From an optimization exercise on the open Yosys and OpenROAD flow, aimed at small area, a short achievable clock period and few clock cycles per item; shortcuts taken in it are not production practice.
Function was checked by simulation only, so behaviour that the tests miss may differ from the original.

==> design/flow/design.v <==
module snc_alu_exec (
    input  wire [4:0]  op,
    input  wire        qb,
    input  wire [39:0] a,
    input  wire [39:0] b,
    input  wire [39:0] d,
    input  wire [31:0] div_quo,
    input  wire [31:0] div_rem,
    output wire        need_div,
    output wire [31:0] mag_a,
    output wire [31:0] mag_b,
    output reg  [3:0]  trap,
    output reg  [39:0] word
);
    localparam [3:0] T_EMPTY = 4'h0, T_BOOL = 4'h1, T_INT = 4'h2, T_WORD = 4'h3,
                     T_REAL = 4'h4, T_DUR = 4'h5, T_STAMP = 4'h6, T_SLOT = 4'h7,
                     T_CODE = 4'h8, T_DATA = 4'h9, T_S16 = 4'hA, T_POISON = 4'hF;
    localparam [4:0] O_ADD = 5'd0,  O_SUB = 5'd1,  O_MUL = 5'd2,  O_DIV = 5'd3,
                     O_MOD = 5'd4,  O_NEG = 5'd5,  O_ABS = 5'd6,  O_MIN = 5'd7,
                     O_MAX = 5'd8,  O_LIM = 5'd9,
                     O_EQ  = 5'd10, O_NE  = 5'd11, O_LT  = 5'd12, O_LE  = 5'd13,
                     O_GT  = 5'd14, O_GE  = 5'd15,
                     O_AND = 5'd16, O_OR  = 5'd17, O_XOR = 5'd18, O_NOT = 5'd19,
                     O_ANDN = 5'd20, O_SHL = 5'd21, O_SHR = 5'd22, O_SAR = 5'd23,
                     O_ROL = 5'd24, O_ROR = 5'd25, O_POPC = 5'd26, O_CLZ = 5'd27,
                     O_BTST = 5'd28, O_BSET = 5'd29, O_BCLR = 5'd30, O_BPUT = 5'd31;
    localparam [3:0] C_NONE = 4'h0, C_POISON = 4'h3, C_EMPTY = 4'h7, C_TYPE = 4'h8,
                     C_OVERFLOW = 4'h9, C_DIVIDE = 4'hA;
    wire [3:0]  ta = a[35:32], tb = b[35:32], td = d[35:32];
    wire [31:0] pa = a[31:0],  pb = b[31:0],  pd = d[31:0];
    wire one_op = (op == O_NEG) || (op == O_ABS) || (op == O_NOT) ||
                  (op == O_POPC) || (op == O_CLZ);
    wire use_b  = !one_op;
    wire use_d  = (op == O_LIM) || (op == O_BPUT);
    reg bad_a, bad_b, bad_d;
    always @* begin
        bad_a = (ta == T_POISON) || (ta >= 4'hB) ||
                (ta == T_EMPTY && pa != 32'd0) || (ta == T_BOOL && pa[31:1] != 31'd0) ||
                (ta == T_SLOT && pa[31:18] != 14'd0) || (ta == T_DATA && pa[31:22] != 10'd0) ||
                (ta == T_CODE && pa[0]);
        bad_b = (tb == T_POISON) || (tb >= 4'hB) ||
                (tb == T_EMPTY && pb != 32'd0) || (tb == T_BOOL && pb[31:1] != 31'd0) ||
                (tb == T_SLOT && pb[31:18] != 14'd0) || (tb == T_DATA && pb[31:22] != 10'd0) ||
                (tb == T_CODE && pb[0]);
        bad_d = (td == T_POISON) || (td >= 4'hB) ||
                (td == T_EMPTY && pd != 32'd0) || (td == T_BOOL && pd[31:1] != 31'd0) ||
                (td == T_SLOT && pd[31:18] != 14'd0) || (td == T_DATA && pd[31:22] != 10'd0) ||
                (td == T_CODE && pd[0]);
    end
    wire is_poison = bad_a || (use_b && bad_b) || (use_d && bad_d);
    wire is_empty  = (ta == T_EMPTY) || (use_b && tb == T_EMPTY) || (use_d && td == T_EMPTY);
    wire f_or = a[38] | (use_b & b[38]) | (use_d & d[38]);
    wire s_or = a[39] | (use_b & b[39]) | (use_d & d[39]);
    wire [1:0] qa = a[37:36];
    wire [1:0] qbv = use_b ? b[37:36] : 2'd0;
    wire [1:0] qd = use_d ? d[37:36] : 2'd0;
    wire [1:0] q_ab = (qa > qbv) ? qa : qbv;
    wire [1:0] q_worst = (q_ab > qd) ? q_ab : qd;
    wire a_num = (ta == T_INT) || (ta == T_WORD) || (ta == T_DUR);
    wire b_num = (tb == T_INT) || (tb == T_WORD) || (tb == T_DUR);
    wire d_num = (td == T_INT) || (td == T_WORD) || (td == T_DUR);
    wire a_iw  = (ta == T_INT) || (ta == T_WORD);
    wire b_iw  = (tb == T_INT) || (tb == T_WORD);
    wire a_bw  = (ta == T_BOOL) || (ta == T_WORD);
    wire b_bw  = (tb == T_BOOL) || (tb == T_WORD);
    wire b_cnt = b_iw;
    wire a_ord = a_num || (ta == T_STAMP);
    reg       ok;
    reg [3:0] rt;
    reg [3:0] nom;
    always @* begin
        ok  = 1'b0;
        rt  = T_INT;
        nom = T_INT;
        case (op)
            O_ADD, O_SUB: begin
                if (ta == tb && a_num) begin
                    ok = 1'b1; rt = ta;
                end else if (tb == T_INT && (ta == T_STAMP || ta == T_DATA || ta == T_SLOT)) begin
                    ok = 1'b1; rt = ta;
                end else if (op == O_SUB && ta == T_STAMP && tb == T_STAMP) begin
                    ok = 1'b1; rt = T_INT;
                end
                if (ok)                                                    nom = rt;
                else if (a_num || ta == T_STAMP || ta == T_DATA || ta == T_SLOT) nom = ta;
                else if (b_num)                                            nom = tb;
                else                                                       nom = T_INT;
            end
            O_MUL, O_DIV: begin
                if (ta == tb && a_iw) begin
                    ok = 1'b1; rt = ta;
                end else if (ta == T_DUR && tb == T_INT) begin
                    ok = 1'b1; rt = T_DUR;
                end
                if (ok)                        nom = rt;
                else if (a_iw || ta == T_DUR)  nom = ta;
                else if (b_iw)                 nom = tb;
                else                           nom = T_INT;
            end
            O_MOD: begin
                ok = (ta == tb) && a_iw;
                rt = ta;
                if (a_iw)      nom = ta;
                else if (b_iw) nom = tb;
                else           nom = T_INT;
            end
            O_NEG, O_ABS: begin
                ok = (ta == T_INT) || (ta == T_DUR);
                rt = ta;
                nom = ok ? ta : T_INT;
            end
            O_MIN, O_MAX: begin
                ok = a_num && (tb == ta);
                rt = ta;
                if (a_num)      nom = ta;
                else if (b_num) nom = tb;
                else            nom = T_INT;
            end
            O_LIM: begin
                ok = d_num && (ta == td) && (tb == td);
                rt = td;
                if (d_num)      nom = td;
                else if (a_num) nom = ta;
                else if (b_num) nom = tb;
                else            nom = T_INT;
            end
            O_EQ, O_NE: begin
                ok = (ta == tb) && (ta != T_REAL);
                rt = T_BOOL; nom = T_BOOL;
            end
            O_LT, O_LE, O_GT, O_GE: begin
                ok = (ta == tb) && a_ord;
                rt = T_BOOL; nom = T_BOOL;
            end
            O_AND, O_OR, O_XOR, O_ANDN: begin
                ok = a_bw && (tb == ta);
                rt = ta;
                if (a_bw)      nom = ta;
                else if (b_bw) nom = tb;
                else           nom = T_BOOL;
            end
            O_NOT: begin
                ok = a_bw;
                rt = ta;
                nom = ok ? ta : T_BOOL;
            end
            O_SHL, O_SHR, O_ROL, O_ROR, O_BSET, O_BCLR: begin
                ok = (ta == T_WORD) && b_cnt;
                rt = T_WORD; nom = T_WORD;
            end
            O_SAR: begin
                ok = (ta == T_INT) && b_cnt;
                rt = T_INT; nom = T_INT;
            end
            O_POPC, O_CLZ: begin
                ok = (ta == T_WORD);
                rt = T_INT; nom = T_INT;
            end
            O_BTST: begin
                ok = (ta == T_WORD) && b_cnt;
                rt = T_BOOL; nom = T_BOOL;
            end
            default: begin  
                ok = (td == T_WORD) && (ta == T_BOOL) && b_cnt;
                rt = T_WORD; nom = T_WORD;
            end
        endcase
    end
    wire checks_pass = !is_poison && !is_empty && ok;
    wire a_signed = (ta == T_INT) || (ta == T_DUR);
    wire b_signed = (tb == T_INT) || (tb == T_DUR);
    wire a_neg = a_signed & pa[31];
    wire b_neg = b_signed & pb[31];
    wire [33:0] xa = {{2{a_neg}}, pa};
    wire [33:0] xb = {{2{b_neg}}, pb};
    assign mag_a = a_neg ? (~pa + 32'd1) : pa;
    assign mag_b = b_neg ? (~pb + 32'd1) : pb;
    wire div_zero = (pb == 32'd0);
    wire is_divop = (op == O_DIV) || (op == O_MOD);
    assign need_div = is_divop && checks_pass && !div_zero;
    wire [33:0] sum  = xa + xb;
    wire [33:0] diff = xa - xb;
    wire [65:0] prod = $signed({xa[32:0]}) * $signed({xb[32:0]});
    wire [33:0] neg_a = 34'd0 - xa;
    wire [33:0] quo_s = (a_neg ^ b_neg) ? (34'd0 - {2'b00, div_quo}) : {2'b00, div_quo};
    wire [33:0] rem_s = a_neg ? (34'd0 - {2'b00, div_rem}) : {2'b00, div_rem};
    wire a_lt_b_s = $signed(xa) < $signed(xb);
    wire a_eq_b   = (pa == pb);
    wire [31:0] sdiff = pa - pb;
    reg cmp_lt, cmp_eq, cmp_gt;
    always @* begin
        cmp_eq = a_eq_b;
        if (ta == T_STAMP) begin
            cmp_lt = !a_eq_b && sdiff[31] && (sdiff[30:0] != 31'd0);
            cmp_gt = !a_eq_b && !sdiff[31];
        end else begin
            cmp_lt = a_lt_b_s;
            cmp_gt = !a_lt_b_s && !a_eq_b;
        end
    end
    wire [33:0] xd = {{2{(td != T_WORD) & pd[31]}}, pd};
    wire [33:0] xa_l = {{2{(td != T_WORD) & pa[31]}}, pa};
    wire [33:0] xb_l = {{2{(td != T_WORD) & pb[31]}}, pb};
    wire [31:0] max_da = ($signed(xa_l) > $signed(xd)) ? pa : pd;
    wire [33:0] xmax_da = {{2{(td != T_WORD) & max_da[31]}}, max_da};
    wire [31:0] lim_r  = ($signed(xb_l) < $signed(xmax_da)) ? pb : max_da;
    wire [31:0] min_ab = a_lt_b_s ? pa : pb;
    wire [31:0] max_ab = (!a_lt_b_s && !a_eq_b) ? pa : pb;
    wire [4:0]  k = pb[4:0];
    wire [31:0] shl_r = pa << k;
    wire [31:0] shr_r = pa >> k;
    wire [31:0] sar_r = $signed(pa) >>> k;
    wire [63:0] rol_w = {pa, pa} << k;
    wire [63:0] ror_w = {pa, pa} >> k;
    wire [31:0] bit_k = 32'd1 << k;
    reg [5:0] popc;
    reg [5:0] clz;
    reg       clz_found;
    integer i;
    always @* begin
        popc = 6'd0;
        for (i = 0; i < 32; i = i + 1)
            popc = popc + {5'd0, pa[i]};
        clz = 6'd0;
        clz_found = 1'b0;
        for (i = 31; i >= 0; i = i - 1) begin
            if (pa[i]) clz_found = 1'b1;
            if (!clz_found) clz = clz + 6'd1;
        end
    end
    reg [65:0] ival;        
    reg        use_ival;    
    reg [31:0] pay;         
    always @* begin
        ival = 66'd0;
        use_ival = 1'b0;
        pay = 32'd0;
        case (op)
            O_ADD:  begin use_ival = 1'b1; ival = {{32{sum[33]}}, sum}; end
            O_SUB:  begin use_ival = 1'b1; ival = {{32{diff[33]}}, diff}; end
            O_MUL:  begin use_ival = 1'b1; ival = prod; end
            O_DIV:  begin use_ival = 1'b1; ival = {{32{quo_s[33]}}, quo_s}; end
            O_MOD:  begin use_ival = 1'b1; ival = {{32{rem_s[33]}}, rem_s}; end
            O_NEG:  begin use_ival = 1'b1; ival = {{32{neg_a[33]}}, neg_a}; end
            O_ABS:  begin use_ival = 1'b1;
                          ival = a_neg ? {{32{neg_a[33]}}, neg_a} : {{32{xa[33]}}, xa}; end
            O_MIN:  pay = min_ab;
            O_MAX:  pay = max_ab;
            O_LIM:  pay = lim_r;
            O_EQ:   pay = {31'd0, cmp_eq};
            O_NE:   pay = {31'd0, !cmp_eq};
            O_LT:   pay = {31'd0, cmp_lt};
            O_LE:   pay = {31'd0, cmp_lt | cmp_eq};
            O_GT:   pay = {31'd0, cmp_gt};
            O_GE:   pay = {31'd0, cmp_gt | cmp_eq};
            O_AND:  pay = pa & pb;
            O_OR:   pay = pa | pb;
            O_XOR:  pay = pa ^ pb;
            O_NOT:  pay = (ta == T_BOOL) ? {31'd0, ~pa[0]} : ~pa;
            O_ANDN: pay = (ta == T_BOOL) ? {31'd0, pa[0] & ~pb[0]} : (pa & ~pb);
            O_SHL:  pay = shl_r;
            O_SHR:  pay = shr_r;
            O_SAR:  pay = sar_r;
            O_ROL:  pay = rol_w[63:32];
            O_ROR:  pay = ror_w[31:0];
            O_POPC: pay = {26'd0, popc};
            O_CLZ:  pay = {26'd0, clz};
            O_BTST: pay = {31'd0, |(pa & bit_k)};
            O_BSET: pay = pa | bit_k;
            O_BCLR: pay = pa & ~bit_k;
            default: pay = pa[0] ? (pd | bit_k) : (pd & ~bit_k);  
        endcase
    end
    wire stamp_diff = (ta == T_STAMP) && (tb == T_STAMP);
    reg        ovf;
    reg [31:0] ipay;
    wire       ineg = ival[65];
    wire       fits32s = (ival[65:31] == {35{1'b0}}) || (ival[65:31] == {35{1'b1}});
    always @* begin
        ovf = 1'b0;
        ipay = ival[31:0];
        case (rt)
            T_INT, T_DUR: begin
                if (!stamp_diff && !fits32s) begin
                    ovf = 1'b1;
                    ipay = ineg ? 32'h8000_0000 : 32'h7FFF_FFFF;
                end
            end
            T_SLOT: begin
                if (ineg || ival[65:18] != 48'd0) begin
                    ovf = 1'b1;
                    ipay = ineg ? 32'd0 : 32'h0003_FFFF;
                end
            end
            T_DATA: begin
                if (ineg || ival[65:22] != 44'd0) begin
                    ovf = 1'b1;
                    ipay = ineg ? 32'd0 : 32'h003F_FFFF;
                end
            end
            default: ;  
        endcase
    end
    wire [1:0] q_out = qb ? 2'd0 : q_worst;
    always @* begin
        if (is_poison) begin
            trap = C_POISON;
            word = 40'd0;
        end else if (is_empty) begin
            trap = C_EMPTY;
            word = {s_or, f_or, 2'd3, nom, 32'd0};
        end else if (!ok) begin
            trap = C_TYPE;
            word = {s_or, f_or, 2'd3, nom, 32'd0};
        end else if (is_divop && div_zero) begin
            trap = C_DIVIDE;
            word = {s_or, f_or, 2'd3, rt,
                    a_neg ? 32'h8000_0000 : (pa != 32'd0) ? 32'h7FFF_FFFF : 32'd0};
        end else if (use_ival && ovf) begin
            trap = C_OVERFLOW;
            word = {s_or, f_or, 2'd3, rt, ipay};
        end else begin
            trap = C_NONE;
            word = {s_or, f_or, q_out, rt, use_ival ? ipay : pay};
        end
    end
endmodule
module snc_alu (
    input  wire        clk,
    input  wire        rst,
    input  wire        in_valid,
    output wire        in_ready,
    input  wire [4:0]  op,
    input  wire        qb,
    input  wire [39:0] a,
    input  wire [39:0] b,
    input  wire [39:0] d,
    output reg         out_valid,
    output reg  [3:0]  out_trap,
    output reg  [39:0] out_word
);
    reg        v1;
    reg [4:0]  op1;
    reg        qb1;
    reg [39:0] a1, b1, d1;
    reg        div_run;
    reg        div_done;
    reg [5:0]  div_cnt;
    reg [32:0] div_rem;
    reg [31:0] div_quo;
    reg [31:0] div_dsr;
    wire       need_div;       
    wire [3:0] ex_trap;
    wire [39:0] ex_word;
    wire [31:0] ex_mag_a;
    wire [31:0] ex_mag_b;
    wire stall1 = v1 && need_div && !div_done;
    assign in_ready = !v1 || !stall1;
    always @(posedge clk) begin
        if (rst) begin
            v1 <= 1'b0;
        end else if (in_ready) begin
            v1 <= in_valid;
        end
        if (in_ready && in_valid) begin
            op1 <= op;
            qb1 <= qb;
            a1  <= a;
            b1  <= b;
            d1  <= d;
        end
    end
    wire [32:0] div_shift = {div_rem[31:0], div_quo[31]};
    wire        div_ge    = div_shift >= {1'b0, div_dsr};
    always @(posedge clk) begin
        if (rst) begin
            div_run  <= 1'b0;
            div_done <= 1'b0;
            div_cnt  <= 6'd0;
        end else if (div_done) begin
            div_done <= 1'b0;
        end else if (div_run) begin
            div_rem <= div_ge ? div_shift - {1'b0, div_dsr} : div_shift;
            div_quo <= {div_quo[30:0], div_ge};
            div_cnt <= div_cnt - 6'd1;
            if (div_cnt == 6'd1) begin
                div_run  <= 1'b0;
                div_done <= 1'b1;
            end
        end else if (v1 && need_div) begin
            div_run <= 1'b1;
            div_cnt <= 6'd32;
            div_rem <= 33'd0;
            div_quo <= ex_mag_a;
            div_dsr <= ex_mag_b;
        end
    end
    always @(posedge clk) begin
        if (rst) begin
            out_valid <= 1'b0;
            out_trap  <= 4'd0;
            out_word  <= 40'd0;
        end else begin
            out_valid <= v1 && !stall1;
            if (v1 && !stall1) begin
                out_trap <= ex_trap;
                out_word <= ex_word;
            end
        end
    end
    snc_alu_exec u_exec (
        .op       (op1),
        .qb       (qb1),
        .a        (a1),
        .b        (b1),
        .d        (d1),
        .div_quo  (div_quo),
        .div_rem  (div_rem[31:0]),
        .need_div (need_div),
        .mag_a    (ex_mag_a),
        .mag_b    (ex_mag_b),
        .trap     (ex_trap),
        .word     (ex_word)
    );
endmodule
==> design/flow/run.sh <==
#!/bin/bash
# synth_recipe.tcl (not shown) runs the flow's synth.tcl, then flattens the netlist and writes it again
# the make line also repeats each setting of config.mk as NAME=value (left out here)
make -C /OpenROAD-flow-scripts/flow DESIGN_CONFIG=/design/flow/config.mk WORK_HOME=/design/flow/orfs CLKGATE_MAP_FILE= SYNTH_SCRIPT=/design/flow/synth_recipe.tcl finish
==> design/flow/config.mk <==
export PLATFORM = sky130hd
export DESIGN_NAME = snc_alu
export DESIGN_NICKNAME = snc_alu
export VERILOG_FILES = /design/flow/design.v
export SDC_FILE = /design/flow/constraint.sdc
export NUM_CORES = 4
export LEC_CHECK = 0
export CAP_MARGIN = 30
export CORE_MARGIN = 2
export CORE_UTILIZATION = 35
export PLACE_DENSITY = 0.55
export SLEW_MARGIN = 30
==> design/flow/constraint.sdc <==
create_clock -name core_clock -period 16.0 [get_ports {clk}]
set_input_delay 3.2000 -clock core_clock [delete_from_list [all_inputs] [get_ports {clk}]]
set_output_delay 3.2000 -clock core_clock [all_outputs]
set_load 0.01 [all_outputs]
==> notes.md <==
status=no timing/DRC/antenna violations; first-pass GRT wire length=roughly 570000 um; most frequent cell after synthesis=nand2_1; clock root buffer=clkbuf_16; Top FF cell, synth=edfxtp_1; Mapped Nets=10876; total clock sinks=roughly 280; # DRC=0; Critical Path Slowest Stage Cell=or3_1; Detailed Place HPWL=approximately 320000 um; vias per cell=6.16; hold_buf cts=0; syn avg cell area=just over 8 um2; Synth cell types=about 110; Hold Crit Class=register to register; Register Area=between 0.007 and 0.008 mm2; CTS tree=built; post-synthesis sequential area ratio=between 10% and 20%; fin crit share=93.9%; most instantiated cells after synthesis=nand2_1 (1295), inv_1 (1280), fa_1 (1172); Num CTS Buffers=40; worst-margin pin slew=about 1200 ps; Fin Clk Skew=64.2 ps; Synth Warn #=2; Worst Path Class, Setup=register to register; via count of the first global-routing pass=roughly 73000; fillcell total=about 22000; Final GP Congestion=roughly 1.1; most used cell, CP=ha_1; row cnt=roughly 170; initial antenna violation count=64; Syn Inst Count=9135; clock slew at reported path FFs=around 60 ps; I/O pins=175; area of the multi-input gates=around 0.059 mm2; post-layout min period=between 15000 and 20000 ps; Die H=approximately 460 um; worst-path fanout max=5; setup TNS=0 ps; Core ar.=about 0.21 mm2; maximum capacitance violations=0; Die ar.=about 0.22 mm2; DR iter-0 viols=a little under 10000; Synth Cell Area=between 0.07 and 0.08 mm2; final WL=~410000 um; clk buf depth=3; Worst EP arrival=roughly 16000 ps; WL/cell=around 34 um; total iterations of the first detailed-routing run=7; Clk Latency, worst-skew pair=approximately 740 ps; FFs w/ async S/R, synth=0%; FMAX=0.0666 GHz; area grow syn2layout=9.81%; Fin. Hold Viols=0; Nets=about 11000; effective utilization at floorplan=35.3%; CP max stage delay=about 430 ps; CP Launch Type=register; Worst setup EP type=register; relative slew slack=about a fifth; ANT nets after route=0; Post-synth EDFFs=222; top post-synthesis cells by area=fa_1 (32%), edfxtp_1 (9.0%), ha_1 (7.4%); gr ovfl total=0; htree depth=2; Overall Global Routing Usage=a little under two fifths; Die X=roughly 460 um; Yosys reg bits=276; share of cells above drive strength 1=6.20%; final setup vio count=0; Port-buffer cells=about 170; Slew Viols, Final=0; top cell type's share of synthesized area=a little under a third; largest net degree at the start of global routing=69; critical path required time=16550 ps; Via Count=73424; Yosys top cell by area=fa_1
layer usage:
layer	GRT usage, %	routed length, um	vias to the layer above
li1	-	-	30074
met1	47.0	156000	37036
met2	53.5	167000	4919
met3	13.3	52400	1341
met4	25.2	33500	54
met5	0	348	-
cells by family after synthesis:
kind of cell | synth area share [%]
compound gates | 15.9
xor+xnor | 3.76
fa+ha+maj | 39.2
buf+inv | 9.64
flops | 10.5
mux | 3.53
simple gates | 17.5
cell usage in the layout (no fill, tap or decap), types with 45 or more instances in the layout:
master,instances
and3_1,45
o221ai_1,62
a31oi_1,55
nand4_1,76
a21oi_1,571
a21o_1,98
inv_1,1266
nor3_1,116
xor2_1,98
xnor2_1,189
nor2_1,835
clkdlybuf4s50_1,174
fa_1,1172
dfxtp_1,53
edfxtp_1,222
mux2i_1,200
ha_1,440
nor2b_1,55
a221oi_1,69
buf_4,300
nand3_1,104
and2_1,82
nor4_1,57
nand2b_1,82
o211ai_1,49
nand2_1,1290
a211oi_1,64
o21ai_0,429
o22ai_1,76
area by class of cell:
type | instances | share of cell area, %
Tap cell | 2805 | 4.32
Clock buffer | 46 | 1.26
Clock inverter | 27 | 0.289
Inverter | 1298 | 6.00
Antenna cell | 17 | 0.0524
Multi-Input combinational cell | 6963 | 73.2
Timing Repair Buffer | 493 | 5.36
Sequential cell | 276 | 9.54
path summary, 6_finish.rpt:
| kind | start | to | slack [ps] | depth (start not counted) |
|---|---|---|---|---|
| setup / recovery | a1[31] | out_word[5] | 980 | 77 |
| hold / removal | out_word[25] | out_word[25] | 460 | 2 |
| setup reg to reg | a1[31] | out_word[5] | 980 | 77 |
| hold reg to reg | out_word[25] | out_word[25] | 460 | 2 |
worst max-delay path, delay by kind of cell (launching register included):
family | cells | cell delay [ps]
AO/OA/AOI/OAI | 30 | 5110
adder cells (fa/ha/maj) | 14 | 3720
AND/OR/NAND/NOR | 19 | 2870
multiplexers | 8 | 1710
XOR/XNOR | 3 | 720
flip-flops | 1 | 420
buffers and inverters | 3 | 290
flip-flops by register name (all words and copies together) (netlist names), 4 cells and up:
signal	flops
div_dsr	32
a1	40
div_cnt	6
b1	40
op1	5
div_rem	32
out_word	40
out_trap	4
d1	40
div_quo	32
metrics by stage:
stage,hold WS (ps),instances,instance area (um2),utilization (%),worst slack (ps)
floorplan,463,9135,74000,-,2050
global placement,440,11827,79700,38.0,508
detailed placement,448,11830,79900,38.1,798
CTS,455,11903,81100,38.7,695
global route,468,11912,81200,38.7,-29.5
finish,456,11925,81300,38.7,979
what timing repair did:
| item | 4_1_cts | 5_1_grt |
|---|---|---|
| endpoints found under the setup margin | 0 | 5 |
| gates resized for setup | 0 | 11 |
| buffers inserted | 0 | 3 |
Testbench counts, summed over its fixed seeds: cycles 57,973, items 24,000.

==> afterwards: timing with drivers on the ports <==
No port has a modelled driver above. Below, the same layout with a new extraction and two added sets of constraints.
Step 1 sets driving cells, clkbuf_16 on the clock port and buf_2 on the other inputs (assumed; they add their load-dependent delay and slew).
Step 2 adds t to the input delays and takes it off the output delays; t is the mean of the earliest and latest rising clock arrival at the registers after step 1. Input paths then give back, and output paths get back, about the clock's delay inside the block.
Slacks: no drivers / after step 1 / after step 2; pairs: no drivers / after step 1.
shift t [ns]: 0.805
setup slack, ns: 0.979 / 0.979 / 0.979
worst hold slack (ns): 0.456 / 0.456 / 0.456
After both steps this run still meets setup and hold. The setup slack of this run moves by 0.000 ns with the drivers and by 0.000 ns with both steps.
